This design comes from an exercise in tuning for small area, a short achievable clock period and few clock cycles on the open sky130 flow, not from production work. In this exercise RTL edits were held to simulation tests only and were not proved equivalent to the original.

Setup of rev 12:
## fj_xu
module fj_xu (
    input  wire        clk,
    input  wire        rst,           
    input  wire        in_valid,
    output wire        in_ready,
    input  wire [31:0] in_insn,
    input  wire [31:0] in_va,
    input  wire [31:0] in_vb,
    output reg         out_valid,
    output reg         out_ill,       
    output reg         out_wr,        
    output reg  [31:0] out_value,     
    output wire [7:0]  out_flags      
);
export LEC_CHECK = 0
export CAP_MARGIN = 20
export CORE_MARGIN = 2
export CORE_UTILIZATION = 60
export PLACE_DENSITY = 0.68
export SETUP_SLACK_MARGIN = 1.0
export SLEW_MARGIN = 20
export SYNTH_HIERARCHICAL = 1
create_clock -name core_clock -period 20.0 [get_ports {clk}]
standard.sh (not shown) runs the stock make flow with config.mk's settings and CLKGATE_MAP_FILE= SYNTH_SCRIPT=/design/flow/synth_recipe.tcl, a recipe that flattens the netlist after the stock synthesis.
==> flow/flow/run.sh <==
#!/bin/bash
set -euo pipefail
bash standard.sh "BUFFER_PORTS_ARGS=-buffer_cell sky130_fd_sc_hd__buf_4" \
    SETUP_SLACK_MARGIN=14.6 finish > flow_standard.log 2>&1
Testbench counts of rev 12, summed over its fixed seeds: cycles 27,742.
Modified inputs, rev 13 compared to rev 12
--- a/flow/design.v
+++ b/flow/design.v
@@ -18,30 +18,29 @@
     localparam [47:0] A48_MIN = 48'h8000_0000_0000;
     reg [47:0] acc0, acc1, acc2, acc3;
     reg        sf0, sf1, sf2, sf4, sf6;       
     reg        rdy;
     assign in_ready = rdy;
     wire [5:0] in_op = in_insn[31:26];
     wire [5:0] in_fx = in_insn[10:5];
     wire [4:0] in_lit = in_insn[4:0];
     wire in_g1 = (in_op == 6'h01), in_g2 = (in_op == 6'h02), in_g3 = (in_op == 6'h03);
+    wire in_divlike = (in_g1 & (in_fx == 6'h12)) | (in_g2 & (in_fx == 6'h07));
     wire in_shl   = in_g1 & (in_fx == 6'h08);
     wire in_shlit = (in_g1 & (in_fx == 6'h0B)) | (in_g2 & (in_fx == 6'h05));
     wire in_itop  = in_g2 & (in_fx == 6'h08);
     wire in_shrv  = in_g1 & ((in_fx == 6'h09) | (in_fx == 6'h0A));
     wire in_shrl  = (in_g1 & ((in_fx == 6'h0C) | (in_fx == 6'h0D))) | (in_g2 & (in_fx == 6'h06));
     wire in_ptoi  = in_g2 & (in_fx == 6'h09);
     wire in_acc28 = in_g3 & ((in_fx == 6'h02) | (in_fx == 6'h03));
     wire in_bm1   = in_g2 & ((in_fx == 6'h02) | ((in_fx == 6'h03) & in_va[31]));
     wire pre_bm1, pre_bvb, pre_ma32, pre_pdiv, pre_divlike, pre_r_add, pre_r_and, pre_r_or, pre_r_xor, pre_r_andn, pre_r_min, pre_r_max, pre_r_slt, pre_r_ult, pre_r_eq, pre_r_hi, pre_r_vb, pre_r_sfc, pre_lgi, pre_negp, pre_k31, pre_k27, pre_k19, pre_sub, pre_immh, pre_imms;
     fj_pre u_pre (.insn(in_insn), .va31(in_va[31]), .pre_bm1(pre_bm1), .pre_bvb(pre_bvb), .pre_ma32(pre_ma32), .pre_pdiv(pre_pdiv), .pre_divlike(pre_divlike), .pre_r_add(pre_r_add), .pre_r_and(pre_r_and), .pre_r_or(pre_r_or), .pre_r_xor(pre_r_xor), .pre_r_andn(pre_r_andn), .pre_r_min(pre_r_min), .pre_r_max(pre_r_max), .pre_r_slt(pre_r_slt), .pre_r_ult(pre_r_ult), .pre_r_eq(pre_r_eq), .pre_r_hi(pre_r_hi), .pre_r_vb(pre_r_vb), .pre_r_sfc(pre_r_sfc), .pre_lgi(pre_lgi), .pre_negp(pre_negp), .pre_k31(pre_k31), .pre_k27(pre_k27), .pre_k19(pre_k19), .pre_sub(pre_sub), .pre_immh(pre_immh), .pre_imms(pre_imms));
-    wire in_divlike;
-    fj_divlike u_dl (.insn(in_insn), .y(in_divlike));
     wire [33:0] in_oh;
     fj_oh u_oh (.insn(in_insn), .vb(in_vb[4:0]), .va31(in_va[31]), .oh(in_oh));
     wire [31:0] in_absa, in_absb;
     fj_abs u_absa (.x(in_va), .y(in_absa));
     fj_abs u_absb (.x(in_vb), .y(in_absb));
     reg        i_v;
     reg [31:0] i_insn, i_va;
     reg [31:0] i_vb;
     reg  [33:0] i_oh;             
@@ -296,19 +295,19 @@
     wire [31:0] r2;
     wire [43:0] p_t;
     wire        lo_ovf, pm_ovf;
     fj_e2 u_e2 (.s(e_s), .c(e_c), .res(e_res), .satv(e_satv), .plo(e_plo), .phi(e_phi),
                   .pmul(e_pmul), .fsat(e_fsat | e_fsat0), .r2(r2), .t(p_t), .lo_ovf(lo_ovf),
                   .pm_ovf(pm_ovf));
     always @(posedge clk) begin
         if (rst)
             rdy <= 1'b1;
-        else if (in_valid & rdy & in_divlike)
+        else if (in_valid & rdy & pre_divlike)
             rdy <= 1'b0;
         else if (dv_start)
             rdy <= ~dv_stall;
         else if (dv_cnt == 5'd3)
             rdy <= 1'b1;
     end
     reg         f_v, f_ill, f_wr;
     reg         f_div, f_q32, f_dneg, f_dzero, f_dbig, f_dpdiv, f_dapos, f_daneg;
     reg         f_f0, f_f1, f_f6;
@@ -677,25 +676,18 @@
     assign lo_ovf = ~((P[63:31] == 33'd0) | (P[63:31] == {33{1'b1}}));
     assign pm_ovf = ~((P[63:59] == 5'd0) | (P[63:59] == 5'h1F));
     wire [31:0] pm_val = pm_ovf ? (P[63] ? I32_MIN : I32_MAX) : P[59:28];
     wire [31:0] lo_val = (fsat & lo_ovf) ? (P[63] ? I32_MIN : I32_MAX) : P[31:0];
     wire [31:0] al_val = satv ? (res[31] ? I32_MAX : I32_MIN) : res;
     assign r2 = ({32{plo}} & lo_val) | ({32{phi}} & P[63:32]) | ({32{pmul}} & pm_val) |
                 ({32{~(plo | phi | pmul)}} & al_val);
     assign t  = P[63:20];
 endmodule
-module fj_divlike (
-    input  wire [31:0] insn,
-    output wire        y
-);
-    assign y = ((insn[31:26] == 6'h01) & (insn[10:5] == 6'h12)) |
-               ((insn[31:26] == 6'h02) & (insn[10:5] == 6'h07));
-endmodule
 module fj_mul_tree (
     input  wire [32:0] a,       
     input  wire [33:0] b,       
     input  wire        negp,    
     input  wire [31:0] kv,      
     output wire [63:0] s,
     output wire [63:0] c
 );
   wire [33:0] ax = {a[32], a};
Notes after the runs:
Rev 13 reached the final stage; the timing, design-rule and antenna checks on its layout passed.
Any difference in met3 track demand over resource between rev 12 and rev 13 is small enough to ignore.
Global-route met1 utilization (higher): rev 12
There was hardly any difference in multi-input gate area in the final layout between rev 12 and rev 13.
Re post-cts repair resize count: rev 13 and rev 12 aren't equal, and the lower value belongs to rev 13.
Lower final instance area goes to rev 13 over rev 12.
Compared rev 13 against rev 12; sequential share of layout area within noise.
Fmax | rev 13 vs rev 12 | rev 13 slower
Testbench counts of rev 13, summed over its fixed seeds: cycles 27,742.

-- re-timing with driven ports --
No port has a modelled driver above. Below, the same layouts with a new extraction and two added sets of constraints. Step 1, drivers: a clkbuf_16 drives clk and a buf_2 each remaining input, both assumed. Step 2, shift: input delay + t, output delay - t, t = (earliest + latest rising clock arrival at the registers) / 2. This alone moves slack from input paths to output paths. Three values: no drivers, after step 1, after step 2; two values: the first two.
run | t (ns) | setup slack, ns | worst hold slack (ns) | slew at the worst register clock pin (ns) | cell pins on the clock port's net
rev 12 | 0.807 | 14.569 / 14.535 / 13.873 | 0.289 / 0.289 / 0.289 | 0.07 / 0.07 | 1
rev 13 | 0.812 | 14.536 / 14.609 / 13.797 | 0.326 / 0.326 / 0.326 | 0.07 / 0.07 | 1
After both steps every run listed still meets setup and hold. For rev 13, which loses most, drivers alone change the setup slack by +0.073 ns; drivers and shift together by -0.739 ns.
